Source: an optimization exercise on an open RTL-to-GDS flow (aim: small area, a short achievable clock period and few clock cycles). Production flows keep margins and buffers that such runs may drop. At most, simulation tests tie the RTL to the original design; equivalence was not proved. Only the layout flow was run in runs 1 and 2; the RTL was not checked for function there. Power figures rest on the tool's default switching activity, not on a simulated workload.

===== flow/constraint.sdc =====
create_clock -name core_clock -period 8.0 [get_ports {clk}]
set_input_delay 1.6000 -clock core_clock [delete_from_list [all_inputs] [get_ports {clk}]]
set_output_delay 1.6000 -clock core_clock [all_outputs]
set_load 0.01 [all_outputs]

===== flow/config.mk =====
export PLATFORM = sky130hd
export DESIGN_NAME = turf_dec
export DESIGN_NICKNAME = turf_dec
export VERILOG_FILES = /design/flow/design.v
export SDC_FILE = /design/flow/constraint.sdc
export NUM_CORES = 4
export LEC_CHECK = 0
export ABC_CLOCK_PERIOD_IN_PS = 2700
export CAP_MARGIN = 20
export CORE_MARGIN = 2
export CORE_UTILIZATION = 55
export CTS_BUF_LIST = sky130_fd_sc_hd__clkbuf_16
export CTS_CLUSTER_DIAMETER = 100
export CTS_CLUSTER_SIZE = 30
export PLACE_DENSITY = 0.7
export SLEW_MARGIN = 20

===== flow/standard.sh =====
#!/bin/bash
# synth_recipe.tcl (not shown) runs the flow's synth.tcl, then flattens the netlist and writes it again
# the make line also repeats each setting of config.mk as NAME=value (left out here)
make -C /OpenROAD-flow-scripts/flow DESIGN_CONFIG=/design/flow/config.mk WORK_HOME=/design/flow/orfs CLKGATE_MAP_FILE= SYNTH_SCRIPT=/design/flow/synth_recipe.tcl "${@:-finish}"

===== flow/flow/run.sh =====
#!/bin/bash
# Standard layout, with timing repair aimed at a larger setup slack than
# config.mk's settings allow. Each tool's full output goes to its own log.
set -euo pipefail
bash standard.sh SETUP_SLACK_MARGIN=5.4 synth > make_synth.log 2>&1
bash standard.sh SETUP_SLACK_MARGIN=5.4 finish > make_finish.log 2>&1

===== flow/design.v =====
module turf_dec (
    input  wire       clk,
    input  wire       rst,         
    input  wire       start,       
    input  wire [6:0] width_m1,    
    input  wire       in_valid,
    input  wire [7:0] in_data,
    output wire       in_ready,
    output reg        out_valid,
    output reg  [7:0] out_data,
    output reg        out_last,    
    input  wire       out_ready,
    output wire       err
);
    localparam QN = 2;             
    localparam QW = 1;             
    localparam [1:0] G_LIT = 2'd0,   
                     G_ABV = 2'd2,   
                     G_DLT = 2'd3;   
    localparam [2:0] P_IDLE = 3'd0,
                     P_HDR  = 3'd1,    
                     P_RAW  = 3'd2,    
                     P_TOK  = 3'd3,    
                     P_EXT  = 3'd4,    
                     P_LIT  = 3'd5,    
                     P_REPV = 3'd6,    
                     P_DLT  = 3'd7;    
    reg  [6:0] wm;                 
    reg        bv, skv;
    reg  [7:0] bd, sk;
    reg        p_pop;
    assign in_ready = !skv;
    wire   take     = in_valid && !skv;
    always @(posedge clk) begin
        if (rst || start) begin
            bv  <= 1'b0;
            skv <= 1'b0;
        end else begin
            if (!bv || p_pop) begin
                bv <= skv || take;
                bd <= skv ? sk : in_data;
                skv <= 1'b0;
            end else if (take) begin
                skv <= 1'b1;
                sk  <= in_data;
            end
        end
    end
    reg  [2:0] ps;
    reg        perr;
    reg  [1:0] hcnt;
    reg  [8:0] brem;               
    reg        big;                
    reg  [7:0] xq;                 
    reg  [6:0] tokl;               
    reg  [1:0] ttyp;
    reg  [6:0] tq;                 
    reg        dodd;               
    reg        rdone;              
    reg        q_full;
    reg        push;
    reg  [1:0] push_t;
    reg  [6:0] push_c;
    reg        push_l;             
    reg  [2:0] ps_n;
    reg        perr_n;
    assign err = perr;
    wire body_end = !big && brem == 9'd0;
    wire body_one = !big && brem == 9'd1;    
    wire ext      = bd[5:1] == 5'b11111;      
    wire is_tok   = (ps == P_TOK);
    wire [7:0] lq    = is_tok ? {2'd0, bd[5:0]} : bd;       
    wire [6:0] mq    = is_tok ? {1'b0, bd[5:0]} : bd[6:0] + 7'd62;
    wire       m_ok  = !xq[7] && lq <= xq;
    wire       m_end = lq == xq;
    wire [7:0] xq_n  = xq + ~lq;
    wire       tend  = rdone ? body_one : 1'b0;
    wire p_nopush = (ps == P_HDR && hcnt != 2'd3) ||
                    (is_tok && (bd[7:6] != 2'd2 || ext)) ||
                    (ps == P_EXT && ttyp != 2'd2);
    wire p_run    = !perr && ps != P_IDLE;
    always @(*) begin
        p_pop  = bv && p_run && (!q_full || p_nopush);
        push   = 1'b0;
        push_t = G_LIT;
        push_c = 7'd0;
        push_l = 1'b0;
        ps_n   = ps;
        perr_n = 1'b0;
        case (ps)
            P_HDR: if (p_pop && hcnt == 2'd3) begin
                if (bd[7:2] != 6'd0 || bd[1:0] == 2'b11)
                    perr_n = 1'b1;
                if (bd[1:0] == 2'b01) begin
                    ps_n = P_RAW;
                    if (big || brem != {2'b0, wm} + 9'd1)
                        perr_n = 1'b1;
                end else if (bd[1:0] == 2'b10) begin
                    push   = 1'b1;
                    push_t = G_ABV;
                    push_c = wm;
                    push_l = 1'b1;
                    if (!body_end)
                        perr_n = 1'b1;
                end else
                    ps_n = P_TOK;
            end
            P_RAW: if (p_pop) begin
                push   = 1'b1;
                push_l = xq == 8'd0;
                if (xq == 8'd0) ps_n = P_HDR;
            end
            P_TOK, P_EXT: begin
                if (body_end)
                    perr_n = 1'b1;
                if (p_pop) begin
                    if (is_tok && (tokl == 7'd0 || bd[5:0] == 6'd63))
                        perr_n = 1'b1;
                    if (is_tok && ext)
                        ps_n = P_EXT;
                    else begin
                        if (!m_ok)
                            perr_n = 1'b1;
                        case (is_tok ? bd[7:6] : ttyp)
                            2'd0: ps_n = P_LIT;
                            2'd1: ps_n = P_REPV;
                            2'd3: ps_n = P_DLT;
                            default: begin
                                push   = 1'b1;
                                push_t = G_ABV;
                                push_c = mq;
                                push_l = m_end;
                                if (m_end) begin
                                    ps_n = P_HDR;
                                    if (!body_one) perr_n = 1'b1;
                                end else
                                    ps_n = P_TOK;
                            end
                        endcase
                    end
                end
            end
            P_LIT, P_REPV, P_DLT: begin
                if (body_end)
                    perr_n = 1'b1;
                if (p_pop) begin
                    push = 1'b1;
                    if (ps == P_REPV)
                        push_c = tq;
                    else if (ps == P_DLT) begin
                        push_t = G_DLT;
                        push_c = (tq == 7'd0 && dodd) ? 7'd0 : 7'd1;
                        if (tq == 7'd0 && dodd && bd[7:4] != 4'd0)
                            perr_n = 1'b1;
                    end
                    if (ps == P_REPV || tq == 7'd0) begin
                        push_l = rdone;
                        if (rdone) begin
                            ps_n = P_HDR;
                            if (!body_one) perr_n = 1'b1;
                        end else
                            ps_n = P_TOK;
                    end
                end
            end
            default: ;
        endcase
    end
    always @(posedge clk) begin
        if (rst) begin
            ps   <= P_IDLE;
            perr <= 1'b0;
        end else if (start) begin
            ps   <= P_HDR;
            perr <= 1'b0;
            hcnt <= 2'd0;
            wm   <= width_m1;
        end else begin
            if (perr_n)
                perr <= 1'b1;
            ps <= ps_n;
            if (p_pop) begin
                if (ps != P_HDR)
                    brem <= brem - 9'd1;
                case (ps)
                    P_HDR: begin
                        hcnt <= hcnt + 2'd1;
                        case (hcnt)
                            2'd0: begin brem[7:0] <= bd; big <= 1'b0; end
                            2'd1: begin brem[8] <= bd[0]; big <= bd[7:1] != 7'd0; end
                            2'd2: if (bd != 8'd0) big <= 1'b1;
                            default: begin
                                xq   <= {1'b0, wm};
                                tokl <= {1'b0, wm[6:1]} + 7'd17;
                            end
                        endcase
                    end
                    P_RAW: xq <= xq - 8'd1;
                    P_TOK: begin
                        tokl <= tokl - 7'd1;
                        ttyp <= bd[7:6];
                        if (ext)
                            xq <= xq - 8'd62;
                        else
                            xq <= xq_n;
                    end
                    P_EXT: xq <= xq_n;
                    P_LIT, P_DLT: tq <= tq - 7'd1;
                    default: ;
                endcase
                if ((is_tok && !ext) || ps == P_EXT) begin
                    tq    <= ((is_tok ? bd[7:6] : ttyp) == 2'd3) ? {1'b0, mq[6:1]} : mq;
                    dodd  <= !mq[0];
                    rdone <= m_end;
                end
            end
        end
    end
    reg  [1:0] qt [0:QN-1];
    reg  [6:0] qc [0:QN-1];
    reg  [7:0] qv [0:QN-1];
    reg        ql [0:QN-1];
    reg  [QW-1:0] qwp, qrp;
    reg  [QW:0]   qn;
    reg        cv;                 
    reg  [1:0] ct;
    reg  [6:0] cc;
    reg  [7:0] cval;
    reg        cl;                 
    reg        okv;                
    reg  [7:0] okd;
    reg        okl;
    wire       pushb   = bv && !perr && (ps == P_RAW || ps == P_LIT || ps == P_REPV || ps == P_DLT);
    wire       byp     = !cv && pushb && !okv;
    wire       emit    = (cv || pushb) && !okv;
    wire       cfree   = !cv || (emit && cc == 7'd0);
    wire       q_empty = (qn == 0);
    wire       q_pop   = cfree && !q_empty;
    wire       q_push  = push && !(cfree && q_empty);
    wire [1:0] st      = cv ? ct : push_t;        
    wire [7:0] sv      = cv ? cval : bd;
    always @(posedge clk) begin
        if (rst || start) begin
            cv     <= 1'b0;
            qn     <= 0;
            qwp    <= 0;
            qrp    <= 0;
            q_full <= 1'b0;
        end else begin
            if (q_push) begin
                qt[qwp] <= push_t;
                qc[qwp] <= push_c;
                qv[qwp] <= bd;
                ql[qwp] <= push_l;
                qwp     <= (qwp == QN - 1) ? 0 : qwp + 1;
            end
            if (q_pop)
                qrp <= (qrp == QN - 1) ? 0 : qrp + 1;
            if (q_push && !q_pop) begin
                qn     <= qn + 1;
                q_full <= (qn == QN - 1);
            end else if (q_pop && !q_push) begin
                qn     <= qn - 1;
                q_full <= 1'b0;
            end
            if (cfree) begin
                cv <= !q_empty || push;
                if (!q_empty) begin
                    ct   <= qt[qrp];
                    cc   <= qc[qrp];
                    cval <= qv[qrp];
                    cl   <= ql[qrp];
                end else if (byp) begin
                    cv   <= push_c != 7'd0;
                    ct   <= push_t;
                    cc   <= push_c - 7'd1;
                    cval <= (push_t == G_DLT) ? {4'd0, bd[7:4]} : bd;
                    cl   <= push_l;
                end else begin
                    ct   <= push_t;
                    cc   <= push_c;
                    cval <= bd;
                    cl   <= push_l;
                end
            end else if (emit) begin
                cc <= cc - 7'd1;
                if (ct == G_DLT)
                    cval <= {4'd0, cval[7:4]};
            end
        end
    end
    reg        frow;               
    reg        rs;                 
    reg  [7:0] dl1;                
    wire [7:0] prev    = rs ? 8'd0 : dl1;
    wire [7:0] tap [0:7];
    wire [7:0] above   = frow ? 8'd0 : tap[7];
    wire [7:0] dpix    = prev + {{4{sv[3]}}, sv[3:0]};
    wire [7:0] pix     = (st == G_ABV) ? above :
                         (st == G_DLT) ? dpix : sv;
    wire       last    = cv ? (cl && cc == 7'd0) : (push_l && push_c == 7'd0);
    wire [6:0] dsel = wm;
    assign tap[0] = dl1;
    genvar gi;
    generate
        for (gi = 0; gi < 7; gi = gi + 1) begin : g_seg
            localparam integer L = 1 << (6 - gi);             
            reg [8*L-1:0] sr;
            if (L == 1) begin : g_one
                always @(posedge clk)
                    if (emit) sr <= tap[gi];
            end else begin : g_many
                always @(posedge clk)
                    if (emit) sr <= {sr[8*L-9:0], tap[gi]};
            end
            assign tap[gi + 1] = dsel[6 - gi] ? sr[8*L-1 -: 8] : tap[gi];
        end
    endgenerate
    always @(posedge clk) begin
        if (emit) begin
            dl1 <= pix;
        end
    end
    always @(posedge clk) begin
        if (rst || start) begin
            frow <= 1'b1;
            rs   <= 1'b1;
        end else if (emit) begin
            rs <= last;
            if (last)
                frow <= 1'b0;
        end
    end
    always @(posedge clk) begin
        if (rst || start) begin
            out_valid <= 1'b0;
            okv       <= 1'b0;
        end else if (!out_valid || out_ready) begin
            out_valid <= okv || emit;
            okv       <= 1'b0;
            out_data  <= okv ? okd : pix;
            out_last  <= okv ? okl : last;
        end else if (emit) begin
            okv <= 1'b1;
            okd <= pix;
            okl <= last;
        end
    end
endmodule

==> key figures, run 1 <==
Status
  – Status: complete, no violations

Global routing
  – Gr busiest metal: met1
  – Met2 Use GR: 27.4%
  – Initial antenna violation count: 2
  – Global Route met1 Usage: 28.5%
  – Global-route met3 utilization: 2.29%
  – Vias in the first global route: 17800
  – Largest net degree at the start of global routing: 96
  – Final global-route overflow total: 0
  – First-pass GRT wire length: 108000 um
  – Total track usage: 18.4%

Layout
  – Share of layout cells above drive strength 1: 21.8%
  – Register Area: 35100 um2
  – Final nets: 2396
  – Final core occ: 63.6%
  – Final Non-Filler Cells: 3306
  – Area Growth Syn to Fin: 14.9%
  – Multi-input logic area: 6600 um2
  – Fill cells: 4982

Critical path
  – Crit end category: flip-flop
  – WS Path Type: flip-flop to flip-flop
  – Worst reg2reg setup slack: 5.00 ns
  – CP peak stage delay: 0.45 ns
  – R2R depth: 8
  – Crit-path cells: buf_6 -> or3_4 -> o21a_1 -> a211o_1 -> a32o_2 -> or3_4 -> or4b_1 -> and3_1
  – Nature of the critical path startpoint: flip-flop
  – Slowest CP cell: or4b_1
  – R2r endpoint: cc[5]
  – CP top delay family: simple AND/OR/NAND/NOR gates
  – Crit Reg-Reg Startpoint: bd[2]
  – Req. time, crit path: 8.38 ns
  – Worst-path fanout max: 3
  – CP arrival: 3.38 ns
  – Worst Path Buf+Inv: 1
  – Cell mode on critical path: or3_4

STA
  – Max-slew violations: 0
  – Setup TNS: 0 ns
  – Final setup fails: 0
  – Final hold vios: 0
  – Tightest Pin Transition: 0.892 ns
  – Tmin final: 3.00 ns
  – Worst setup slack after layout: 5.00 ns
  – Final Cycle Share: 37.5%
  – RSZ-0062 raised after global routing: yes
  – Fmax: 333 MHz
  – Fin Hold WS: 0.412 ns
  – Slew headroom: 40.3%
  – Final Skew: 0.0290 ns

Clock tree
  – Clk pin slew, worst setup/hold paths: 0.11 ns
  – # clock sinks: 1174
  – Post-CTS Hold Buffers: 0
  – Num CTS Buffers: 46
  – Worst-skew pair later-pin latency: 0.64 ns
  – Deepest clock path buffer count: 3
  – Clock Tree Root: clkbuf_16
  – CTS tree: done
  – # H-tree levels: 2

Pwr
  – Leakage: 15.1 nW
  – Peak supply drop: 182 uV
  – Power Density: 217 nW/um2

Drt
  – Drt total wl: 73900 um
  – TritonRoute pass-1 iters: 6
  – Via density: 5.71
  – DR vias: 18900
  – Initial DRC Count: 1939
  – DR WL/cell: 22.4 um
  – Drc violations: 0
  – Antenna Violating Nets Remaining: 0

Place
  – Placer congestion estimate: 0.899
  – Cells after DPL: 3057
  – Worst slack at placement: 3.18 ns
  – DP HPWL: 40400 um
  – Number of port buffers: 31

Synthesis
  – Largest cells by area after synthesis: edfxtp_1 85%, ha_1 1.3%, mux2_2 1.0%
  – Number of synthesized register bits: 1174
  – Async set-reset flop share out of synthesis: 0%
  – Mapped Area: 41000 um2
  – Dominant synthesized flop cell: edfxtp_1
  – Ys Warns: 1
  – Part of the Yosys area used for sequential elements: 85.6%
  – Area leader, netlist: edfxtp_1
  – Top-area cell type share of the netlist area: 84.8%
  – Post-synth EDFFs: 1157
  – Syn nets: 2152
  – Gate Count Post-Synth: 2087
  – Netlist cell types: 79
  – Synth Area per Inst: 19.6 um2

Hold path
  – Hold EP: g_seg[0].sr[488]
  – Hold/Removal Path Class: flip-flop to flip-flop
  – Worst Hold Launch: g_seg[0].sr[480]
  – Hold Crit Depth: 0

Floorplanning
  – Core area: 74100 um2
  – Die X: 277 um
  – Die ar.: 76700 um2
  – Die height: 277 um
  – I/O pins: 32
  – Row cnt: 100
  – Initial cell density of the core: 55.3%

Run
  – Maxcap violations: 0
==> kinds of logic after synthesis <==
family                     count (synthesis)  share of synthesized area (%)
muxes                                     68                           1.77
and+or+nand+nor                          338                           4.18
AOI/OAI and AO/OA                        294                           4.77
buffers and inverters                    116                           1.10
adders and majority gates                 45                           1.41
DFF                                     1174                           85.6
xor gates and xnor gates                  52                           1.11
==> cells in the mapped netlist (21+ instances only) <==
cell,instances
edfxtp_1,1157
nand2_1,79
mux2i_1,31
ha_1,43
xnor2_1,37
inv_1,59
nor3_1,27
o21ai_0,65
nand3_1,21
a21oi_1,72
nor2b_1,24
nor2_1,89
mux2_2,37
clkbuf_1,46
==> routing by layer <==
metal | share of wire (%) | routed length [um] | vias to the layer above
li1 | - | - | 8574
met1 | 46 | 34300 | 9668
met2 | 45 | 33300 | 511
met3 | 4.9 | 3650 | 135
met4 | 3.5 | 2580 | 0
met5 | 0 | 0 | -
==> repair_timing <==
item                                     CTS  global route
pin swaps                                 71            74
resized for setup                        285           116
setup buffers                            138            40
endpoints found under the setup margin  1266           716
cloned                                     6            11
==> report_power, final <==
group | internal (mW) | switching [mW] | leakage, nW
logic | 0.192 | 0.291 | 3.88
registers | 6.91 | 0.0632 | 10.7
clock network | 1.06 | 1.68 | 0.606
total | 8.17 | 2.03 | 15.1
==> state kept, by name, indices dropped and copies added, names as in the netlist, 2 cells and up, named ones only <==
name	flops
xq	8
wm	7
tokl	7
qv	16
ql	2
sk	8
qc	14
cval	8
ttyp	2
hcnt	2
okd	8
out_data	8
ps	3
cc	7
qn	2
brem	9
tq	7
dl1	8
qt	4
bd	8
g_seg.sr	1016
ct	2
==> worst reg2reg max path: cells and delay by family (launching register included) <==
kind                   cells  cell delay, ns
DFF                        1            0.43
AOI/OAI and AO/OA          3            0.80
and+or+nand+nor            4            1.36
buffers and inverters      1            0.16
==> cell usage in the layout, fill, tap and decap left out, types with 10 or more instances in the layout <==
cell type | synthesis | final
o21ai_2 | 0 | 12
nand3_1 | 21 | 17
mux2i_1 | 31 | 23
a21oi_2 | 1 | 11
edfxtp_1 | 1157 | 1157
a211oi_1 | 11 | 10
mux2_2 | 37 | 27
o21ai_0 | 65 | 46
nor2_4 | 0 | 13
mux2_4 | 0 | 10
clkdlybuf4s50_1 | 0 | 17
buf_6 | 1 | 53
buf_4 | 0 | 138
nor2_1 | 89 | 71
nand2b_1 | 18 | 13
clkbuf_16 | 0 | 55
nor3_1 | 27 | 23
ha_1 | 43 | 30
inv_1 | 59 | 49
xnor2_1 | 37 | 34
nor2b_1 | 24 | 19
a21oi_1 | 72 | 56
xor2_1 | 15 | 14
and2_1 | 13 | 11
o211ai_1 | 15 | 15
nand2_1 | 79 | 72
buf_12 | 0 | 15
==> cell type report <==
| type | count | share of cell area, % |
|---|---|---|
| flip-flops and latches | 1174 | 74.6 |
| multi-input cells | 799 | 14.0 |
| repair buffers | 250 | 5.69 |
| well taps | 969 | 2.57 |
| clock buffers | 46 | 2.44 |
| inverters | 60 | 0.534 |
| clock inverters | 6 | 0.173 |
| diodes | 2 | 0.0106 |
==> through the flow <==
step | power, mW | instance area, um2
5_1_grt | 10.5 | 47100
3_5_place_dp | 7.46 | 42600
4_1_cts | 10.3 | 46000
6_report | 10.2 | 47100
3_3_place_gp | 7.44 | 42500
2_1_floorplan | 7.42 | 41000
==> worst max path at each step <==
stage	slack [ns]	depth (start not counted)	start	to
floorplan	-8.59	8	ps[1]	rs
global placement	3.34	4	start	cval[1]
detailed placement	3.18	4	start	cval[0]
CTS	5.01	1	out_data[0]	out_data[0]
global route	4.97	12	bd[1]	cc[5]
finish	5.00	8	bd[2]	cc[5]
==> inputs of run 2 (changes only) <==
--- a/flow/design.v
+++ b/flow/design.v
@@ -31,8 +31,11 @@
     reg        p_pop;
-    assign in_ready = !skv;
-    wire   take     = in_valid && !skv;
+    reg        irdy;               
+    assign in_ready = irdy;
+    wire   take     = in_valid && irdy;
+    wire   skv_n    = !(rst || start) && !(!bv || p_pop) && (skv || take);
     always @(posedge clk) begin
+        skv  <= skv_n;
+        irdy <= !skv_n;
         if (rst || start) begin
-            bv  <= 1'b0;
-            skv <= 1'b0;
+            bv <= 1'b0;
         end else begin
@@ -41,7 +44,4 @@
                 bd <= skv ? sk : in_data;
-                skv <= 1'b0;
-            end else if (take) begin
-                skv <= 1'b1;
-                sk  <= in_data;
-            end
+            end else if (take)
+                sk <= in_data;
         end
@@ -63,3 +63,2 @@
     reg  [6:0] push_c;
-    reg        push_l;             
     reg  [2:0] ps_n;
@@ -86,3 +85,2 @@
         push_c = 7'd0;
-        push_l = 1'b0;
         ps_n   = ps;
@@ -101,3 +99,2 @@
                     push_c = wm;
-                    push_l = 1'b1;
                     if (!body_end)
@@ -108,4 +105,3 @@
             P_RAW: if (p_pop) begin
-                push   = 1'b1;
-                push_l = xq == 8'd0;
+                push = 1'b1;
                 if (xq == 8'd0) ps_n = P_HDR;
@@ -131,3 +127,2 @@
                                 push_c = mq;
-                                push_l = m_end;
                                 if (m_end) begin
@@ -156,3 +151,2 @@
                     if (ps == P_REPV || tq == 7'd0) begin
-                        push_l = rdone;
                         if (rdone) begin
@@ -178,4 +172,3 @@
         end else begin
-            if (perr_n)
-                perr <= 1'b1;
+            perr <= perr || perr_n;
             ps <= ps_n;
@@ -221,3 +214,2 @@
     reg  [7:0] qv [0:QN-1];
-    reg        ql [0:QN-1];
     reg  [QW-1:0] qwp, qrp;
@@ -228,3 +220,2 @@
     reg  [7:0] cval;
-    reg        cl;                 
     reg        okv;                
@@ -232,5 +223,7 @@
     reg        okl;
-    wire       pushb   = bv && !perr && (ps == P_RAW || ps == P_LIT || ps == P_REPV || ps == P_DLT);
+    wire       pushb   = bv && !perr && (ps == P_RAW || ps == P_LIT || ps == P_DLT);
     wire       byp     = !cv && pushb && !okv;
     wire       emit    = (cv || pushb) && !okv;
+    wire [1:0] st      = cv ? ct : push_t;        
+    wire [7:0] sv      = cv ? cval : bd;
     wire       cfree   = !cv || (emit && cc == 7'd0);
@@ -239,4 +232,2 @@
     wire       q_push  = push && !(cfree && q_empty);
-    wire [1:0] st      = cv ? ct : push_t;        
-    wire [7:0] sv      = cv ? cval : bd;
     always @(posedge clk) begin
@@ -253,3 +244,2 @@
                 qv[qwp] <= bd;
-                ql[qwp] <= push_l;
                 qwp     <= (qwp == QN - 1) ? 0 : qwp + 1;
@@ -271,9 +261,7 @@
                     cval <= qv[qrp];
-                    cl   <= ql[qrp];
                 end else if (byp) begin
-                    cv   <= push_c != 7'd0;
-                    ct   <= push_t;
-                    cc   <= push_c - 7'd1;
-                    cval <= (push_t == G_DLT) ? {4'd0, bd[7:4]} : bd;
-                    cl   <= push_l;
+                    cv   <= push_t == G_DLT && push_c != 7'd0;
+                    ct   <= G_DLT;
+                    cc   <= 7'd0;
+                    cval <= {4'd0, bd[7:4]};
                 end else begin
@@ -282,3 +270,2 @@
                     cval <= bd;
-                    cl   <= push_l;
                 end
@@ -293,2 +280,3 @@
     reg        rs;                 
+    reg  [6:0] ex;                 
     reg  [7:0] dl1;                
@@ -300,3 +288,3 @@
                          (st == G_DLT) ? dpix : sv;
-    wire       last    = cv ? (cl && cc == 7'd0) : (push_l && push_c == 7'd0);
+    wire       last    = (ex == wm);
     wire [6:0] dsel = wm;
@@ -327,18 +315,26 @@
             rs   <= 1'b1;
+            ex   <= 7'd0;
         end else if (emit) begin
             rs <= last;
-            if (last)
+            if (last) begin
+                ex   <= 7'd0;
                 frow <= 1'b0;
+            end else
+                ex <= ex + 7'd1;
         end
     end
+    reg  [7:0] ohd;
+    reg        ohl;
+    wire       ostall = out_valid && !out_ready;
+    wire [7:0] onew   = okv ? okd : pix;
+    wire       olnew  = okv ? okl : last;
     always @(posedge clk) begin
-        if (rst || start) begin
-            out_valid <= 1'b0;
-            okv       <= 1'b0;
-        end else if (!out_valid || out_ready) begin
-            out_valid <= okv || emit;
-            okv       <= 1'b0;
-            out_data  <= okv ? okd : pix;
-            out_last  <= okv ? okl : last;
-        end else if (emit) begin
+        out_valid <= !(rst || start) && (ostall || okv || emit);
+        out_data  <= ostall ? ohd : onew;
+        out_last  <= ostall ? ohl : olnew;
+        ohd       <= ostall ? out_data : onew;
+        ohl       <= ostall ? out_last : olnew;
+        if (rst || start || !ostall)
+            okv <= 1'b0;
+        else if (emit) begin
             okv <= 1'b1;
==> run 2 against run 1 <==
Effect of this change:
- still clean
- critical path type is now flip-flop to output pin
- non-clock buffer count is 73 lower
- first-iteration DRC count rose by 4.3%
- sequential cell count grew 14
- sequential power rose by 2%
- sequential share of layout area increased by 1.0 points
- setup slack improved by 0.28 ns
- register-to-register slack improved by 0.29 ns
- largest power group unchanged
==> key figures, run 2 <==
Drt
  – DR WL/cell: 20.6 um
  – Drt total wl: 68300 um
  – DR vias: 18800
  – Antenna Violating Nets Remaining: 0
  – Initial DRC Count: 2022
  – Via density: 5.67
  – TritonRoute pass-1 iters: 7
  – Drc violations: 0

Synthesis
  – Largest cells by area after synthesis: edfxtp_1 83%, dfxtp_1 2.1%, ha_1 1.4%
  – Most common cell in the netlist: edfxtp_1
  – Ys Warns: 1
  – Post-synth EDFFs: 1145
  – Part of the Yosys area used for sequential elements: 84.8%
  – Gate Count Post-Synth: 2149
  – Syn nets: 2218
  – Dominant synthesized flop cell: edfxtp_1
  – Synth Area per Inst: 19.3 um2
  – Mapped Area: 41500 um2
  – Async set-reset flop share out of synthesis: 0%
  – Top-area cell type share of the netlist area: 82.8%
  – Number of synthesized register bits: 1188
  – Top cells by count, synth: 1145 x edfxtp_1, 99 x nor2_1, 95 x nand2_1, 77 x a21oi_1, 64 x o21ai_0
  – Area leader, netlist: edfxtp_1
  – Netlist cell types: 83

STA
  – Final Cycle Share: 34.0%
  – Fmax: 368 MHz
  – Final Skew: 0.0360 ns
  – Final setup fails: 0
  – RSZ-0062 raised after global routing: yes
  – Final hold vios: 0
  – Tightest Pin Transition: 0.984 ns
  – Slew headroom: 34.3%
  – Max-slew violations: 0
  – Tmin final: 2.72 ns

Layout
  – Final nets: 2393
  – Max reg flops: 1016
  – Area Growth Syn to Fin: 12.4%
  – Share of layout cells above drive strength 1: 18.2%
  – Fill cells: 5112
  – Leading cell type in the layout, fill and taps excluded: edfxtp_1
  – Biggest regs: g_seg.sr (1016), qv (16), qc (14)
  – Commonest cells after routing, fill and taps aside: 1145 x edfxtp_1, 112 x buf_4, 93 x nor2_1
  – Post-Layout Inst Area: 46700 um2
  – Biggest register: g_seg.sr
  – Final core occ: 62.6%

Floorplanning
  – Row cnt: 100
  – Die ar.: 77700 um2
  – I/O pins: 32
  – Die X: 279 um
  – Die height: 279 um
  – Core area: 74600 um2
  – Initial cell density of the core: 55.7%

Critical path
  – Nature of the critical path startpoint: flip-flop
  – Crit end category: output pin
  – Crit-path cells: buf_6
  – Worst-path fanout max: 2
  – Slowest CP cell: dfxtp_4
  – CP arrival: 1.12 ns
  – WS Path Type: flip-flop to output pin
  – CP peak stage delay: 0.38 ns
  – Req. time, crit path: 6.40 ns
  – CP top delay family: flip-flops
  – Worst Path Buf+Inv: 1

Clock tree
  – Clock Tree Root: clkbuf_16
  – Clk pin slew, worst setup/hold paths: 0.11 ns
  – CTS tree: done
  – Post-CTS Hold Buffers: 0
  – # clock sinks: 1188
  – Worst-skew pair later-pin latency: 0.63 ns
  – Num CTS Buffers: 48
  – Deepest clock path buffer count: 3
  – # H-tree levels: 2

Hold path
  – Hold/Removal Path Class: flip-flop to flip-flop

Global routing
  – Vias in the first global route: 18000
  – First-pass GRT wire length: 104000 um
  – Largest net degree at the start of global routing: 111
  – Initial antenna violation count: 1
  – Total track usage: 17.3%
  – Final global-route overflow total: 0

Pwr
  – Power Density: 224 nW/um2
  – Internal power: 8.35 mW
  – Total net switching power: 2.11 mW
  – Power share of the clock group: 27.4%
  – Leakage: 14.9 nW
  – Sequential share of power: 67.8%
  – Switching Fraction: 20.2%
  – Peak supply drop: 164 uV
  – Total power: 10.5 mW
  – Comb power frac: 4.8%

Place
  – Number of port buffers: 31
  – Placer congestion estimate: 0.874
  – DP HPWL: 37400 um
  – Placed cell areas: 43100 um2

Run
  – Maxcap violations: 0

Status
  – Status: complete, no violations
==> run 2: changes by cell type in the layout (fill, tap and decap cells not counted), sizes merged, moves of 10 or more <==
| cell | before | now |
|---|---|---|
| mux2 | 37 | 49 |
| nand2 | 79 | 95 |
| and2 | 13 | 3 |
| edfxtp | 1157 | 1145 |
| nor3 | 28 | 41 |
| xor2 | 15 | 26 |
| dfxtp | 17 | 43 |
| buf | 220 | 154 |
| a31oi | 10 | 20 |
==> run 2: power groups by stage <==
stage | combinational, mW | sequential, mW | clock (mW)
finish | 0.500 | 7.09 | 2.87
global route | 0.541 | 7.12 | 3.19
CTS | 0.468 | 7.10 | 2.99
detailed placement | 0.389 | 7.24 | 0
global placement | 0.376 | 7.24 | 0
floorplan | 0.273 | 7.36 | 0
==> run 2: path summary, 6_finish.rpt <==
check             slack, ns             from              end  cells past startpoint
hold / removal         0.41  g_seg[1].sr[65]  g_seg[1].sr[73]                      0
setup reg to reg       5.29            bd[1]           dl1[6]                     11
hold reg to reg        0.41  g_seg[1].sr[65]  g_seg[1].sr[73]                      0
setup / recovery       5.28        out_valid        out_valid                      1
==> run 2: worst register-to-register path, delay by kind of cell (launching register included) <==
family,cells,cell delay [ns]
flops,1,0.43
buf+inv,3,0.42
fa+ha+maj,1,0.22
simple gates,2,0.39
mux,2,0.32
compound gates,3,0.67
==> run 2: cell families after synthesis <==
family,after synthesis,share of synthesized area [%]
flip-flops,1188,84.8
AND/OR/NAND/NOR,371,4.47
AO/OA/AOI/OAI,284,4.64
buffers and inverters,112,1.08
multiplexers,83,2.15
XOR/XNOR,62,1.31
adder cells (fa/ha/maj),49,1.51
==> run 2: per-layer routing <==
metal	vias up	wire length [um]	track usage, %
li1	8618	-	-
met1	9524	31500	25.6
met2	469	31500	27.1
met3	140	3260	2.67
met4	0	2070	5.17
met5	-	0	0
==> run 2: timing repair <==
action,in CTS,in global routing
resized for setup,211,62
cloned,12,2
buffers inserted,71,45
setup endpoints to repair,1247,786
pin swaps,30,39
==> run 2: stage by stage <==
| step | setup TNS (ns) | hold slack (ns) | cells | setup slack (ns) |
|---|---|---|---|---|
| after global placement | 0 | 0.400 | 3113 | 3.55 |
| after CTS | 0 | 0.404 | 3261 | 5.21 |
| after floorplan | -9224.11 | 0.400 | 2149 | -8.96 |
| after detailed placement | 0 | 0.405 | 3113 | 3.94 |
| after global routing | 0 | 0.414 | 3309 | 5.22 |
| final | 0 | 0.407 | 3309 | 5.28 |
==> run 2: cell type report <==
class | instances | area (um2) | share of cell area (%)
Timing Repair inverter | 2 | 12.5 | 0.0268
Inverter | 55 | 225 | 0.483
Timing Repair Buffer | 177 | 1910 | 4.10
Sequential cell | 1188 | 35300 | 75.6
Clock inverter | 16 | 160 | 0.343
Tap cell | 969 | 1210 | 2.60
Clock buffer | 49 | 1230 | 2.63
Antenna cell | 1 | 2.50 | 0.00536
Multi-Input combinational cell | 852 | 6640 | 14.2
==> inputs of run 3 (changes only) <==
--- a/flow/design.v
+++ b/flow/design.v
@@ -223,7 +223,3 @@
     reg        okl;
-    wire       pushb   = bv && !perr && (ps == P_RAW || ps == P_LIT || ps == P_DLT);
-    wire       byp     = !cv && pushb && !okv;
-    wire       emit    = (cv || pushb) && !okv;
-    wire [1:0] st      = cv ? ct : push_t;        
-    wire [7:0] sv      = cv ? cval : bd;
+    wire       emit    = cv && !okv;
     wire       cfree   = !cv || (emit && cc == 7'd0);
@@ -261,7 +257,2 @@
                     cval <= qv[qrp];
-                end else if (byp) begin
-                    cv   <= push_t == G_DLT && push_c != 7'd0;
-                    ct   <= G_DLT;
-                    cc   <= 7'd0;
-                    cval <= {4'd0, bd[7:4]};
                 end else begin
@@ -285,5 +276,5 @@
     wire [7:0] above   = frow ? 8'd0 : tap[7];
-    wire [7:0] dpix    = prev + {{4{sv[3]}}, sv[3:0]};
-    wire [7:0] pix     = (st == G_ABV) ? above :
-                         (st == G_DLT) ? dpix : sv;
+    wire [7:0] dpix    = prev + {{4{cval[3]}}, cval[3:0]};
+    wire [7:0] pix     = (ct == G_ABV) ? above :
+                         (ct == G_DLT) ? dpix : cval;
     wire       last    = (ex == wm);
==> flow/flow/run.sh (replaced) <==
#!/bin/bash
# Standard layout, with timing repair aimed at a larger setup slack than
# config.mk's settings allow. Each tool's full output goes to its own log.
set -euo pipefail
bash standard.sh SETUP_SLACK_MARGIN=5.25 synth > make_synth.log 2>&1
bash standard.sh SETUP_SLACK_MARGIN=5.25 finish > make_finish.log 2>&1
==> run 3 against run 2 <==
Effect of this change:
- sequential share of layout area grew 3.5 points
- die area shrank 0.52%
- synthesized area shrank 0.52%
- sequential cell count is the same
- critical path type unchanged
- largest cell class unchanged
==> key figures, run 3 <==
Critical path
  – Nature of the critical path startpoint: flip-flop
  – Slowest CP cell: dfxtp_4
  – WS Path Type: flip-flop to output pin
  – Worst reg2reg setup slack: 5.31 ns
  – Levels on crit path: 1
  – Worst Path Buf+Inv: 1
  – CP peak stage delay: 0.41 ns
  – Crit-path cells: buf_6
  – Worst-path fanout max: 2
  – R2r endpoint: qv[1][0]
  – CP arrival: 1.17 ns
  – Crit end category: output pin
  – R2R depth: 5
  – Crit Reg-Reg Startpoint: cc[3]
  – Req. time, crit path: 6.40 ns
  – CP top delay family: flip-flops

Clock tree
  – CTS tree: done
  – Num CTS Buffers: 47
  – Post-CTS Hold Buffers: 0
  – # H-tree levels: 2
  – Clk pin slew, worst setup/hold paths: 0.11 ns
  – # clock sinks: 1188
  – Clock Tree Root: clkbuf_16
  – Deepest clock path buffer count: 3
  – Worst-skew pair later-pin latency: 0.65 ns

Synthesis
  – Largest cells by area after synthesis: edfxtp_1 83%, dfxtp_1 2.1%, ha_1 1.4%
  – Part of the Yosys area used for sequential elements: 85.3%
  – Syn nets: 2213
  – Most common cell in the netlist: edfxtp_1
  – Post-synth EDFFs: 1145
  – Dominant synthesized flop cell: edfxtp_1
  – Mapped Area: 41300 um2
  – Ys Warns: 1
  – Area leader, netlist: edfxtp_1
  – Top cells by count, synth: 1145 x edfxtp_1, 107 x nand2_1, 100 x nor2_1, 66 x a21oi_1, 63 x o21ai_0
  – Number of synthesized register bits: 1188
  – Top-area cell type share of the netlist area: 83.2%
  – Async set-reset flop share out of synthesis: 0%
  – Synth Area per Inst: 19.3 um2
  – Gate Count Post-Synth: 2145
  – Netlist cell types: 81

Drt
  – DR WL/cell: 20.2 um
  – Via density: 5.57
  – Drc violations: 0
  – DR vias: 17900
  – Drt total wl: 64700 um
  – Initial DRC Count: 1860
  – TritonRoute pass-1 iters: 5
  – Antenna Violating Nets Remaining: 0

Layout
  – Final nets: 2275
  – Post-Layout Inst Area: 44600 um2
  – Ant. Diodes: 0
  – Area Growth Syn to Fin: 7.95%
  – Biggest register: g_seg.sr
  – Leading cell type in the layout, fill and taps excluded: edfxtp_1
  – Biggest regs: g_seg.sr (1016), qv (16), qc (14)
  – Share of layout cells above drive strength 1: 9.38%
  – Max reg flops: 1016
  – Commonest cells after routing, fill and taps aside: 1145 x edfxtp_1, 106 x nand2_1, 97 x nor2_1

Place
  – DP HPWL: 37700 um
  – Placed cell areas: 42800 um2
  – Worst slack at placement: 3.95 ns
  – Number of port buffers: 31
  – Placer congestion estimate: 0.859

STA
  – Tightest Pin Transition: 1.03 ns
  – Final Skew: 0.0354 ns
  – Fmax: 361 MHz
  – Tmin final: 2.77 ns
  – RSZ-0062 raised after global routing: yes
  – Setup TNS: 0 ns
  – Max-slew violations: 0
  – Final hold vios: 0
  – Worst setup slack after layout: 5.23 ns
  – Final setup fails: 0
  – Final Cycle Share: 34.6%
  – Slew headroom: 31.4%

Status
  – Status: complete, no violations

Global routing
  – Largest net degree at the start of global routing: 186
  – Initial antenna violation count: 1
  – First-pass GRT wire length: 99600 um
  – Final global-route overflow total: 0
  – Total track usage: 16.5%
  – Vias in the first global route: 17000

Hold path
  – Hold/Removal Path Class: flip-flop to flip-flop
  – Hold EP: g_seg[0].sr[253]
  – Hold Crit Depth: 0
  – Worst Hold Launch: g_seg[0].sr[245]

Run
  – Maxcap violations: 0

Pwr
  – Leakage: 14.2 nW
  – Peak supply drop: 176 uV
  – Total power: 9.89 mW
  – Power Density: 222 nW/um2

Floorplanning
  – Row cnt: 100
  – Initial cell density of the core: 55.5%
  – Die X: 278 um
  – Core area: 74400 um2
  – I/O pins: 32
  – Die height: 278 um
  – Die ar.: 77300 um2
-- run 3: cell types whose count changed after synthesis, moves of 8 or more --
cell	change
a21oi_1	-11
mux2_2	-22
nand2b_1	+12
o31ai_1	+9
nor3_1	-18
o211ai_1	+8
nand2_1	+12
o21a_1	+12
-- run 3: worst max-delay path by stage --
stage	slack (ns)	startpoint	to
after CTS	5.09	out_data[7]	out_data[7]
after floorplan	3.90	cv	ex[5]
after global routing	5.17	out_data[5]	out_data[5]
final	5.23	out_data[5]	out_data[5]
after detailed placement	3.95	start	tokl[3]
after global placement	4.02	start	tokl[3]
-- run 3: logic make-up (layout without fill, tap and decap cells) --
logic type / count (synthesis) / count (layout) / share of synthesized area [%]
flip-flops: 1188 / 1188 / 85.3
buffers and inverters: 120 / 215 / 1.20
XOR/XNOR: 57 / 57 / 1.21
AO/OA/AOI/OAI: 291 / 291 / 4.69
adder cells (fa/ha/maj): 48 / 48 / 1.49
AND/OR/NAND/NOR: 383 / 383 / 4.60
multiplexers: 58 / 58 / 1.52
-- run 3: metrics by stage --
stage / std cells / utilization, % / hold slack (ns)
2_1_floorplan: 2145 / - / 0.400
3_3_place_gp: 3099 / 57.5 / 0.401
3_5_place_dp: 3099 / 57.5 / 0.405
4_1_cts: 3204 / 59.8 / 0.405
5_1_grt: 3209 / 59.9 / 0.408
6_report: 3209 / 59.9 / 0.402
-- run 3: report_power, final --
group | internal, mW | switching (mW)
clock network | 1.12 | 1.75
logic | 0.0789 | 0.138
registers | 6.78 | 0.0266
total | 7.97 | 1.92
-- run 3: cell type report --
class / instances / area, um2
inverters: 56 / 218
fillers: 5216 / 29800
clock inverters: 35 / 234
multi-input cells: 837 / 5720
flip-flops and latches: 1188 / 35300
well taps: 969 / 1210
clock buffers: 47 / 1180
repair buffers: 77 / 767
-- run 3: repair_timing --
action / 4_1_cts / 5_1_grt
setup endpoints to repair: 317 / 111
buffers inserted: 23 / 5
resized for setup: 92 / 19
pin swaps: 4 / 1
-- run 3: routing by layer --
metal  routed length (um)  part of all wire (%)  track usage, %  vias up
li1                     -                     -               -     8333
met4                 2180                   3.4            5.99        0
met5                    0                     0               0        -
met1                31600                    49            26.1     9041
met2                28300                    44            23.9      403
met3                 2720                   4.2            2.11      104
Testbench counts of run 3, summed over its fixed seeds: cycles 66,280.
==> inputs of run 4 (changes only) <==
==> flow/flow/run.sh (replaced) <==
#!/bin/bash
# Standard layout, with timing repair aimed at a larger setup slack than
# config.mk's settings allow. Each tool's full output goes to its own log.
set -euo pipefail
bash standard.sh SETUP_SLACK_MARGIN=5.60 synth > make_synth.log 2>&1
bash standard.sh SETUP_SLACK_MARGIN=5.60 finish > make_finish.log 2>&1
==> run 4 against run 3 <==
Effect of this change:
- sequential share of layout area down 2.2 points
- worst hold slack better by 0.0079 ns
- critical path depth unchanged
- design area up 2.9%
- synthesized area unchanged
- sequential power about the same
- sequential cell count unchanged
- die area unchanged
- setup slack better by 0.033 ns
- critical path type unchanged
- highest routed layer unchanged
==> key figures, run 4 <==
Critical path
  – Crit end category: output pin
  – CP peak stage delay: 0.37 ns
  – Worst-path fanout max: 2
  – Nature of the critical path startpoint: flip-flop
  – CP top delay family: flip-flops
  – Crit Reg-Reg Startpoint: bd[2]
  – Critical path startpoint: out_data[5]
  – WS Path Type: flip-flop to output pin
  – Req. time, crit path: 6.40 ns
  – Worst Path Buf+Inv: 1
  – Crit-path cells: buf_6
  – CP arrival: 1.14 ns
  – Slowest CP cell: dfxtp_4
  – Worst reg2reg setup slack: 5.59 ns

Global routing
  – Initial antenna violation count: 2
  – Final global-route overflow total: 0
  – Largest net degree at the start of global routing: 227
  – First-pass GRT wire length: 102000 um
  – Gr busiest metal: met1
  – Met2 Use GR: 25.2%
  – Total track usage: 17.0%
  – Vias in the first global route: 17500
  – Global Route met1 Usage: 26.1%
  – Global-route met3 utilization: 2.26%

Clock tree
  – # clock sinks: 1188
  – Clock Tree Root: clkbuf_16
  – Worst-skew pair later-pin latency: 0.64 ns
  – # H-tree levels: 2
  – Clk pin slew, worst setup/hold paths: 0.11 ns
  – CTS tree: done
  – Post-CTS Hold Buffers: 0
  – Deepest clock path buffer count: 3
  – Num CTS Buffers: 47

Floorplanning
  – I/O pins: 32
  – Row cnt: 100
  – Die X: 278 um
  – Initial cell density of the core: 55.5%
  – Core area: 74400 um2
  – Die ar.: 77300 um2
  – Die height: 278 um

Status
  – Status: complete, no violations

Synthesis
  – Most common cell in the netlist: edfxtp_1
  – Synth Area per Inst: 19.3 um2
  – Netlist cell types: 81
  – Top cells by count, synth: 1145 x edfxtp_1, 107 x nand2_1, 100 x nor2_1, 66 x a21oi_1, 63 x o21ai_0
  – Main combinational cell family by area after synthesis: compound AO/OA/AOI/OAI gates
  – Synth Area in Compound Gates: 4.69%
  – Post-Synth XOR/XNOR Area: 1.21%
  – Post-synth EDFFs: 1145
  – Adder-Cell Fraction of Synth Area: 1.49%
  – Mapped Area: 41300 um2
  – Post-synthesis mux area share: 1.52%
  – Async set-reset flop share out of synthesis: 0%
  – Number of synthesized register bits: 1188
  – Dominant synthesized flop cell: edfxtp_1
  – Part of the Yosys area used for sequential elements: 85.3%
  – Gate Count Post-Synth: 2145
  – Ys Warns: 1
  – Synth Area in Simple Gates: 4.60%
  – Syn nets: 2213
  – Area leader, netlist: edfxtp_1
  – Top-area cell type share of the netlist area: 83.2%
  – Largest cells by area after synthesis: edfxtp_1 83%, dfxtp_1 2.1%, ha_1 1.4%

Layout
  – Ant. Diodes: 0
  – Leading cell type in the layout, fill and taps excluded: edfxtp_1
  – Area Growth Syn to Fin: 11.1%
  – Biggest regs: g_seg.sr (1016), qv (16), qc (14)
  – Max reg flops: 1016
  – Final nets: 2353
  – Final core occ: 61.7%
  – Share of layout cells above drive strength 1: 15.3%
  – Biggest register: g_seg.sr
  – Fill cells: 5119
  – Commonest cells after routing, fill and taps aside: 1145 x edfxtp_1, 103 x nand2_1, 93 x nor2_1
  – Multi-input logic area: 6160 um2
  – Register Area: 35300 um2

Drt
  – TritonRoute pass-1 iters: 5
  – Antenna Violating Nets Remaining: 0
  – Drt total wl: 68200 um
  – Initial DRC Count: 1932
  – Via density: 5.64
  – DR vias: 18600
  – DR WL/cell: 20.7 um
  – Drc violations: 0

Run
  – Maxcap violations: 0

Pwr
  – Leakage: 14.7 nW
  – Power Density: 217 nW/um2
  – Peak supply drop: 152 uV

STA
  – Final Cycle Share: 34.2%
  – Max-slew violations: 0
  – Tightest Pin Transition: 1.05 ns
  – Slew headroom: 29.9%
  – Final Skew: 0.0250 ns
  – Tmin final: 2.74 ns
  – Fin Hold WS: 0.410 ns
  – RSZ-0062 raised after global routing: yes
  – Final hold vios: 0
  – Final setup fails: 0
  – Setup TNS: 0 ns
  – Fmax: 365 MHz

Place
  – DP HPWL: 37400 um
  – Placer congestion estimate: 0.900
  – Number of port buffers: 31

Hold path
  – Hold/Removal Path Class: flip-flop to flip-flop
  – Worst Hold Launch: g_seg[0].sr[111]
==> run 4: final timing paths <==
check,depth (start not counted),endpoint
worst max-delay path,1,out_data[5]
worst max register to register,9,cc[1]
worst min-delay path,0,g_seg[0].sr[119]
worst min register to register,0,g_seg[0].sr[119]
==> run 4: routing by layer <==
| layer | vias to the layer above | wire length [um] |
|---|---|---|
| met4 | 0 | 2130 |
| met3 | 123 | 3000 |
| met5 | - | 0 |
| met1 | 9441 | 32600 |
| met2 | 485 | 30500 |
| li1 | 8512 | - |
==> run 4: metrics by stage <==
stage               setup WS (ns)  area, um2  power, mW  cells
floorplan                    3.90      41400       7.08   2145
finish                       5.26      45900       9.94   3290
CTS                          5.21      45200       10.0   3250
detailed placement           4.08      42800       7.16   3096
global placement             4.18      42800       7.15   3096
global route                 5.22      45900       10.3   3290
==> run 4: worst register-to-register path, delay by kind of cell (launching register included) <==
| kind | cells | cell delay [ns] |
|---|---|---|
| AOI/OAI and AO/OA | 3 | 0.71 |
| and+or+nand+nor | 2 | 0.46 |
| DFF | 1 | 0.43 |
| buffers and inverters | 2 | 0.30 |
| muxes | 1 | 0.18 |
| adders and majority gates | 1 | 0.17 |
==> run 4: cell families after synthesis <==
group / count (synthesis)
DFF: 1188
and+or+nand+nor: 383
AOI/OAI and AO/OA: 291
buffers and inverters: 120
muxes: 58
xor gates and xnor gates: 57
adders and majority gates: 48
==> run 4: timing repair <==
action	CTS	global route
buffers inserted	64	34
cloned	5	4
hold endpoints to repair	0	0
pin swaps	19	29
endpoints found under the setup margin	1239	548
resized for setup	174	63
==> run 4: cell type report <==
| type | instances | share of cell area [%] |
|---|---|---|
| repair buffers | 152 | 3.47 |
| clock buffers | 48 | 2.62 |
| multi-input cells | 840 | 13.4 |
| clock inverters | 37 | 0.493 |
| flip-flops and latches | 1188 | 76.9 |
| inverters | 56 | 0.499 |
| well taps | 969 | 2.64 |
==> run 4: where the power goes <==
part | total (mW) | switching (mW) | internal, mW
clock network | 2.87 | 1.74 | 1.13
registers | 6.80 | 0.0259 | 6.78
logic | 0.260 | 0.155 | 0.106
==> inputs of run 5 (changes only) <==
==> flow/flow/run.sh (replaced) <==
#!/bin/bash
# Standard layout, with timing repair aimed at a larger setup slack than
# config.mk's settings allow. Each tool's full output goes to its own log.
set -euo pipefail
bash standard.sh SETUP_SLACK_MARGIN=5.4 synth > make_synth.log 2>&1
bash standard.sh SETUP_SLACK_MARGIN=5.4 finish > make_finish.log 2>&1
==> run 5 against run 4 <==
Effect of this change:
- sequential share of layout area rose by 1.4 points
- worst hold slack improved by 0.0016 ns
- count of clock-buffer cells in the layout did not move
- critical path depth did not move
- clock skew fell by 0.0044 ns
- design area fell by 1.8%
- largest cell class unchanged
- largest power group unchanged
- highest routed layer unchanged
==> key figures, run 5 <==
Layout
  – Biggest register: g_seg.sr
  – Fill cells: 5234
  – Share of layout cells above drive strength 1: 11.5%
  – Leading cell type in the layout, fill and taps excluded: edfxtp_1
  – Max reg flops: 1016
  – Multi-input logic area: 5820 um2
  – Area Growth Syn to Fin: 9.10%
  – Register Area: 35300 um2
  – Biggest regs: g_seg.sr (1016), qv (16), qc (14)
  – Final core occ: 60.6%
  – Final nets: 2307
  – Commonest cells after routing, fill and taps aside: 1145 x edfxtp_1, 105 x nand2_1, 96 x nor2_1

Critical path
  – Worst Path Buf+Inv: 1
  – Req. time, crit path: 6.40 ns
  – Slowest CP cell: dfxtp_4
  – Crit end category: output pin
  – Setup crit end: out_data[1]
  – Levels on crit path: 1
  – Nature of the critical path startpoint: flip-flop
  – CP arrival: 1.14 ns
  – Critical path startpoint: out_data[1]
  – Worst reg2reg setup slack: 5.37 ns
  – Worst-path fanout max: 2
  – CP top delay family: flip-flops
  – R2R depth: 9
  – R2r endpoint: okd[6]
  – Crit-path cells: buf_6
  – Crit Reg-Reg Startpoint: dl1[0]
  – WS Path Type: flip-flop to output pin
  – CP peak stage delay: 0.37 ns

Synthesis
  – Synth Area per Inst: 19.3 um2
  – Area leader, netlist: edfxtp_1
  – Most common cell in the netlist: edfxtp_1
  – Number of synthesized register bits: 1188
  – Mapped Area: 41300 um2
  – Post-synth EDFFs: 1145
  – Top cells by count, synth: 1145 x edfxtp_1, 107 x nand2_1, 100 x nor2_1, 66 x a21oi_1, 63 x o21ai_0
  – Top-area cell type share of the netlist area: 83.2%
  – Netlist cell types: 81
  – Syn nets: 2213
  – Largest cells by area after synthesis: edfxtp_1 83%, dfxtp_1 2.1%, ha_1 1.4%
  – Part of the Yosys area used for sequential elements: 85.3%
  – Ys Warns: 1
  – Dominant synthesized flop cell: edfxtp_1
  – Async set-reset flop share out of synthesis: 0%
  – Gate Count Post-Synth: 2145

Pwr
  – Switching Fraction: 19.5%
  – Comb power frac: 2.3%
  – Leakage: 14.4 nW
  – Peak supply drop: 151 uV
  – Internal power: 8.01 mW
  – Total net switching power: 1.94 mW
  – Power Density: 221 nW/um2
  – Total power: 9.95 mW
  – Power share of the clock group: 29.2%
  – Sequential share of power: 68.4%

Floorplanning
  – Row cnt: 100
  – I/O pins: 32
  – Initial cell density of the core: 55.5%
  – Die height: 278 um
  – Core area: 74400 um2
  – Die ar.: 77300 um2
  – Die X: 278 um

Clock tree
  – Clock Tree Root: clkbuf_16
  – # clock sinks: 1188
  – Post-CTS Hold Buffers: 0
  – Clk pin slew, worst setup/hold paths: 0.11 ns
  – CTS tree: done
  – # H-tree levels: 2
  – Worst-skew pair later-pin latency: 0.63 ns
  – Num CTS Buffers: 48
  – Deepest clock path buffer count: 3

Global routing
  – Largest net degree at the start of global routing: 109
  – Initial antenna violation count: 4
  – Total track usage: 17.1%
  – Vias in the first global route: 17500
  – First-pass GRT wire length: 102000 um
  – Final global-route overflow total: 0

Place
  – DP HPWL: 38400 um
  – Number of port buffers: 31
  – Placer congestion estimate: 0.860

Status
  – Status: complete, no violations

Hold path
  – Hold/Removal Path Class: flip-flop to flip-flop

STA
  – Slew headroom: 31.4%
  – Setup TNS: 0 ns
  – Final hold vios: 0
  – Final setup fails: 0
  – Max-slew violations: 0
  – Fin Hold WS: 0.411 ns
  – Fmax: 365 MHz
  – RSZ-0062 raised after global routing: yes
  – Final Skew: 0.0207 ns
  – Tmin final: 2.74 ns
  – Final Cycle Share: 34.3%
  – Tightest Pin Transition: 1.03 ns

Drt
  – TritonRoute pass-1 iters: 5
  – DR WL/cell: 20.5 um
  – DR vias: 18300
  – Via density: 5.64
  – Drt total wl: 66500 um
  – Drc violations: 0
  – Antenna Violating Nets Remaining: 0
  – Initial DRC Count: 1805

Run
  – Maxcap violations: 0
==> run 5: cell counts after synthesis <==
Identical to the previous run, type by type.
==> run 5: logic make-up (layout without fill, tap and decap cells) <==
| kind of cell | count (synthesis) | after routing | share of synthesized area (%) |
|---|---|---|---|
| adders and majority gates | 48 | 48 | 1.49 |
| xor gates and xnor gates | 57 | 57 | 1.21 |
| muxes | 58 | 58 | 1.52 |
| DFF | 1188 | 1188 | 85.3 |
| buffers and inverters | 120 | 248 | 1.20 |
| and+or+nand+nor | 383 | 383 | 4.60 |
| other | 0 | 1 | 0 |
| AOI/OAI and AO/OA | 291 | 291 | 4.69 |
==> run 5: stage by stage <==
stage,instance area [um2],setup WS [ns],std cells
after floorplan,41400,3.90,2145
after global placement,42800,4.12,3099
after detailed placement,42800,4.06,3099
after CTS,44900,5.21,3232
after global routing,45100,5.20,3242
final,45100,5.26,3243
==> run 5: repair_timing <==
item,CTS,global route
endpoints found under the setup margin,928,202
gates cloned,2,0
buffers inserted,47,10
hold endpoints to repair,0,0
resized for setup,117,35
pin swaps,6,6
==> run 5: routing by layer <==
layer	global-route usage, %	wire (um)
met2	25.1	29400
met5	0	0
met4	6.69	2660
met3	2.43	2800
met1	26.1	31600
==> run 5: worst min path at each step <==
stage	endpoint	start	cells past startpoint	slack, ns
after floorplan	g_seg[0].sr[100]	g_seg[0].sr[92]	0	0.40
after global placement	g_seg[0].sr[278]	g_seg[0].sr[270]	0	0.40
after detailed placement	g_seg[0].sr[125]	g_seg[0].sr[117]	0	0.40
after CTS	g_seg[0].sr[125]	g_seg[0].sr[117]	0	0.41
after global routing	g_seg[2].sr[12]	g_seg[2].sr[4]	0	0.43
final	g_seg[0].sr[125]	g_seg[0].sr[117]	0	0.41
==> run 5: power by group through the flow <==
stage | logic (mW) | registers (mW) | clock network [mW]
finish | 0.232 | 6.81 | 2.91
detailed placement | 0.197 | 6.96 | 0
global placement | 0.192 | 6.96 | 0
global route | 0.251 | 6.81 | 3.22
CTS | 0.228 | 6.81 | 3.04
floorplan | 0.138 | 6.94 | 0
==> run 5: layout make-up <==
type	count	share of cell area, %
diodes	1	0.00555
repair buffers	108	2.43
inverters	56	0.491
clock buffers	48	2.66
clock inverters	36	0.541
flip-flops and latches	1188	78.3
multi-input cells	837	12.9
well taps	969	2.69
==> inputs of run 6 (changes only) <==
==> flow/flow/run.sh (replaced) <==
#!/bin/bash
# Standard layout, with timing repair aimed at a larger setup slack than
# config.mk's settings allow. Each tool's full output goes to its own log.
set -euo pipefail
bash standard.sh SETUP_SLACK_MARGIN=5.3 synth > make_synth.log 2>&1
bash standard.sh SETUP_SLACK_MARGIN=5.3 finish > make_finish.log 2>&1
--- a/flow/config.mk
+++ b/flow/config.mk
@@ -7,3 +7,3 @@
 export LEC_CHECK = 0
-export ABC_CLOCK_PERIOD_IN_PS = 2700
+export ABC_CLOCK_PERIOD_IN_PS = 2000
 export CAP_MARGIN = 20
==> run 6 against run 5 <==
Effect of this change:
- still clean on timing, DRC and antenna
- register-to-register slack got worse by 0.13 ns
- clock power about the same
- maximum frequency decreased by 0.62%
- global-route usage decreased by 0.17 points
- largest power group unchanged
- highest routed layer unchanged
==> key figures, run 6 <==
Synthesis
  – Most common cell in the netlist: edfxtp_1
  – Gate Count Post-Synth: 2145
  – Syn nets: 2213
  – Async set-reset flop share out of synthesis: 0%
  – Dominant synthesized flop cell: edfxtp_1
  – Area leader, netlist: edfxtp_1
  – Number of synthesized register bits: 1188
  – Synth Area per Inst: 19.3 um2
  – Post-synth EDFFs: 1145
  – Ys Warns: 1
  – Top cells by count, synth: 1145 x edfxtp_1, 107 x nand2_1, 100 x nor2_1, 66 x a21oi_1, 63 x o21ai_0
  – Part of the Yosys area used for sequential elements: 85.3%
  – Top-area cell type share of the netlist area: 83.2%
  – Netlist cell types: 81
  – Mapped Area: 41300 um2
  – Largest cells by area after synthesis: edfxtp_1 83%, dfxtp_1 2.1%, ha_1 1.4%

Critical path
  – Crit Reg-Reg Startpoint: okv
  – Critical path startpoint: okv
  – Req. time, crit path: 8.25 ns
  – Slowest CP cell: buf_6
  – CP arrival: 3.01 ns
  – Crit-path cells: nor2b_4 -> buf_16 -> buf_6
  – CP peak stage delay: 0.60 ns
  – Worst Path Buf+Inv: 2
  – CP top delay family: buffers and inverters
  – Nature of the critical path startpoint: flip-flop
  – Worst-path fanout max: 204
  – WS Path Type: flip-flop to flip-flop
  – Crit end category: flip-flop

Floorplanning
  – I/O pins: 32
  – Core area: 74400 um2
  – Die X: 278 um
  – Die ar.: 77300 um2
  – Die height: 278 um
  – Initial cell density of the core: 55.5%
  – Row cnt: 100

Drt
  – Drt total wl: 66100 um
  – DR vias: 18100
  – Initial DRC Count: 1942
  – Antenna Violating Nets Remaining: 0
  – DR WL/cell: 20.5 um
  – TritonRoute pass-1 iters: 5
  – Via density: 5.63
  – Drc violations: 0

Global routing
  – First-pass GRT wire length: 101000 um
  – Final global-route overflow total: 0
  – Vias in the first global route: 17400
  – Largest net degree at the start of global routing: 205
  – Total track usage: 16.9%
  – Initial antenna violation count: 2

Pwr
  – Comb power frac: 2.2%
  – Power share of the clock group: 29.0%
  – Internal power: 8.01 mW
  – Total net switching power: 1.90 mW
  – Power Density: 221 nW/um2
  – Leakage: 14.2 nW
  – Peak supply drop: 175 uV
  – Switching Fraction: 19.2%
  – Sequential share of power: 68.7%

STA
  – Slew headroom: 29.3%
  – RSZ-0062 raised after global routing: yes
  – Final hold vios: 0
  – Setup TNS: 0 ns
  – Final setup fails: 0
  – Tightest Pin Transition: 1.06 ns
  – Worst setup slack after layout: 5.24 ns
  – Max-slew violations: 0
  – Fmax: 363 MHz
  – Final Cycle Share: 34.5%
  – Tmin final: 2.76 ns
  – Final Skew: 0.0443 ns

Clock tree
  – Clk pin slew, worst setup/hold paths: 0.11 ns
  – Deepest clock path buffer count: 3
  – Worst-skew pair later-pin latency: 0.63 ns
  – CTS tree: done
  – Clock Tree Root: clkbuf_16
  – # clock sinks: 1188
  – Post-CTS Hold Buffers: 0
  – Num CTS Buffers: 47
  – # H-tree levels: 2

Layout
  – Leading cell type in the layout, fill and taps excluded: edfxtp_1
  – Max reg flops: 1016
  – Share of layout cells above drive strength 1: 10.1%
  – Biggest register: g_seg.sr
  – Area Growth Syn to Fin: 8.39%
  – Final nets: 2287
  – Biggest regs: g_seg.sr (1016), qv (16), qc (14)
  – Ant. Diodes: 0
  – Commonest cells after routing, fill and taps aside: 1145 x edfxtp_1, 105 x nand2_1, 96 x nor2_1

Place
  – Number of port buffers: 31
  – Worst slack at placement: 4.03 ns
  – Placer congestion estimate: 0.856
  – DP HPWL: 38300 um

Run
  – Maxcap violations: 0

Hold path
  – Worst Hold Launch: g_seg[1].sr[167]
  – Hold/Removal Path Class: flip-flop to flip-flop

Status
  – Status: complete, no violations
## run 6: cell counts after synthesis
No cell type changed its count.
## run 6: kinds of logic (layout without fill, tap and decap cells)
| logic type | after synthesis | after routing | share of synthesized area, % |
|---|---|---|---|
| AOI/OAI and AO/OA | 291 | 291 | 4.69 |
| xor gates and xnor gates | 57 | 57 | 1.21 |
| adders and majority gates | 48 | 48 | 1.49 |
| buffers and inverters | 120 | 223 | 1.20 |
| DFF | 1188 | 1188 | 85.3 |
| muxes | 58 | 58 | 1.52 |
| and+or+nand+nor | 383 | 384 | 4.60 |
## run 6: final cells by class
cell class | count | area, um2
clock buffer | 49 | 1230
inverter | 56 | 221
timing repair buffer | 88 | 887
tap | 969 | 1210
clock inverter | 30 | 194
sequential | 1188 | 35300
multi-input combinational | 838 | 5770
fill | 5196 | 29700
## run 6: layer usage
layer	GRT usage (%)	part of all wire (%)
met1	26.4	48
met2	25.3	45
met3	2.17	4.7
met4	4.59	2.4
met5	0	0
## run 6: worst paths after layout
| path | to | slack [ns] | cells past startpoint |
|---|---|---|---|
| hold / removal | g_seg[1].sr[175] | 0.41 | 0 |
| hold reg to reg | g_seg[1].sr[175] | 0.41 | 0 |
| setup / recovery | g_seg[1].sr[188] | 5.24 | 3 |
| setup reg to reg | g_seg[1].sr[188] | 5.24 | 3 |
## run 6: power by group through the flow
stage,registers (mW),logic [mW],clock network (mW)
floorplan,6.94,0.137,0
global placement,6.96,0.195,0
detailed placement,6.96,0.200,0
CTS,6.81,0.214,3.00
global route,6.81,0.241,3.20
finish,6.81,0.223,2.88
## run 6: repair_timing
item,in CTS,in global routing
endpoints found under the hold margin,0,0
pin swaps,4,5
resized for setup,110,25
cloned,1,1
setup buffers,24,13
setup endpoints to repair,686,549
## run 6: per-stage QoR
step | hold WS (ns) | util [%] | cell area [um2] | power (mW) | std cells
floorplan | 0.400 | - | 41400 | 7.08 | 2145
global placement | 0.401 | 57.5 | 42800 | 7.15 | 3100
detailed placement | 0.405 | 57.5 | 42800 | 7.16 | 3100
CTS | 0.414 | 59.9 | 44600 | 10.0 | 3204
global route | 0.419 | 60.2 | 44800 | 10.3 | 3218
finish | 0.412 | 60.2 | 44800 | 9.91 | 3218
==> inputs of run 7 (changes only) <==
--- a/flow/config.mk
+++ b/flow/config.mk
@@ -7,3 +7,3 @@
 export LEC_CHECK = 0
-export ABC_CLOCK_PERIOD_IN_PS = 2000
+export ABC_AREA = 1
 export CAP_MARGIN = 20
==> run 7 against run 6 <==
Effect of this change:
- register-to-register slack improved by 0.20 ns
- sequential cell count did not move
- core utilization rose by 0.10 points
- clock skew fell by 0.024 ns
- still clean on timing, DRC and antenna
- wire length rose by 1.4%
- maximum frequency rose by 0.92%
==> key figures, run 7 <==
Drt
  – Via density: 5.33
  – DR WL/cell: 19.4 um
  – Met2 routed wirelength: 29100 um
  – DR vias: 18400
  – Initial DRC Count: 2074
  – WL met3: 3410 um

Synthesis
  – Post-synthesis mux area share: 0.122%
  – Synth Area in Simple Gates: 7.02%
  – Mapped Area: 41200 um2
  – Netlist cell types: 59
  – Dominant synthesized flop cell: edfxtp_1
  – Ys Warns: 1
  – Largest cells by area after synthesis: edfxtp_1 83%, nand2_1 3.1%, dfxtp_1 2.1%
  – Synth Area in Compound Gates: 2.83%
  – Area leader, netlist: edfxtp_1

Layout
  – Max reg flops: 1016
  – Ant. Diodes: 0
  – Biggest register: g_seg.sr
  – Final nets: 2525

Clock tree
  – Worst-skew pair later-pin latency: 0.64 ns
  – # H-tree levels: 2
  – CTS tree: done
  – # clock sinks: 1188

Hold path
  – Hold/Removal Path Class: flip-flop to flip-flop

Global routing
  – Largest net degree at the start of global routing: 223
  – First-pass GRT wire length: 102000 um
  – Final global-route overflow total: 0
  – Initial antenna violation count: 1
  – Vias in the first global route: 17700

Place
  – Number of port buffers: 31
  – Placed cell areas: 42800 um2
  – Worst slack at placement: 3.73 ns
  – DP HPWL: 40500 um

Floorplanning
  – Initial cell density of the core: 55.4%
  – Core area: 74300 um2
  – Die X: 278 um
  – Row cnt: 100
  – Die ar.: 77100 um2

STA
  – Tightest Pin Transition: 1.11 ns
  – Final Skew: 0.0203 ns
  – RSZ-0062 raised after global routing: yes

Status
  – Status: complete, no violations

Critical path
  – CP arrival: 1.13 ns
  – Crit-path cells: buf_6
  – Worst Path Buf+Inv: 1
  – Worst-path fanout max: 2
  – CP top delay family: flip-flops

Pwr
  – Power Density: 218 nW/um2
  – Peak supply drop: 183 uV
## run 7: cell types whose count changed in the layout (fill, tap and decap cells not counted), sizes merged, moves of 16 or more
cell	previous run	this run
nand2	107	351
inv	80	216
nand3	20	83
nor2	100	154
nor2b	31	0
mux2	27	0
mux2i	30	5
o21a	23	0
nand2b	22	0
a21oi	66	45
or2	5	26
xnor2	32	16
## run 7: layout make-up
type / count / area (um2)
Fill cell: 5417 / 29500
Clock inverter: 30 / 166
Timing Repair inverter: 1 / 7.51
Sequential cell: 1188 / 35300
Clock buffer: 47 / 1180
Tap cell: 969 / 1210
Inverter: 194 / 751
Multi-Input combinational cell: 928 / 5190
Timing Repair Buffer: 98 / 1010
## run 7: metal layers
layer | global-route usage (%) | vias to the layer above
met3 | 2.83 | 91
li1 | - | 8679
met5 | 0 | -
met4 | 4.99 | 0
met1 | 27.5 | 9217
met2 | 24.8 | 428
## run 7: kinds of logic after synthesis
group / count (synthesis)
flops: 1188
buf+inv: 223
xor+xnor: 41
simple gates: 650
fa+ha+maj: 48
mux: 5
compound gates: 184
## run 7: power breakdown
group	switching [mW]	internal [mW]	total, mW
logic	0.126	0.0684	0.194
clock network	1.71	1.10	2.81
registers	0.0149	6.73	6.75
## run 7: path summary, 6_finish.rpt
kind              depth (start not counted)               end             start
setup / recovery                          1       out_data[6]       out_data[6]
hold / removal                            0  g_seg[0].sr[338]  g_seg[0].sr[330]
setup reg to reg                          4  g_seg[1].sr[246]                cv
hold reg to reg                           0  g_seg[0].sr[338]  g_seg[0].sr[330]
## run 7: timing repair
action,in CTS,in global routing
pin swaps,8,3
buffers inserted,27,27
resized for setup,100,20
setup endpoints to repair,725,553
gates cloned,1,3
## run 7: per-stage QoR
step	hold slack, ns	utilization, %	std cells	TNS, ns	power [mW]
2_1_floorplan	0.400	-	2339	-8327.18	6.99
3_3_place_gp	0.401	57.5	3320	0	7.06
3_5_place_dp	0.405	57.5	3320	0	7.06
4_1_cts	0.408	59.9	3425	0	9.87
5_1_grt	0.400	60.3	3455	0	10.1
6_report	0.414	60.3	3455	0	9.76

## what the ideal ports hide
How much do the figures lean on ideal ports? The routed layouts below were timed once more, with nothing changed but the port constraints. Step 1: set_driving_cell puts a clkbuf_16 on clk and a buf_2 on each other input, an assumption about the parent block. Step 2, shift: input delay + t, output delay - t, t = (earliest + latest rising clock arrival at the registers) / 2. This alone moves slack from input paths to output paths. a / b / c = no drivers / after step 1 / after step 2; a / b = the first two.
run	shift t [ns]	slack for setup (ns)
run 1	0.682	4.997 / 4.986 / 4.756
run 2	0.677	5.282 / 5.216 / 4.800
run 3	0.694	5.229 / 5.166 / 4.643
run 4	0.691	5.262 / 5.196 / 4.979
run 5	0.686	5.259 / 5.198 / 4.870
run 6	0.672	5.242 / 5.185 / 4.701
run 7	0.684	5.267 / 5.206 / 4.730
After both steps setup and hold are still met in every run listed.
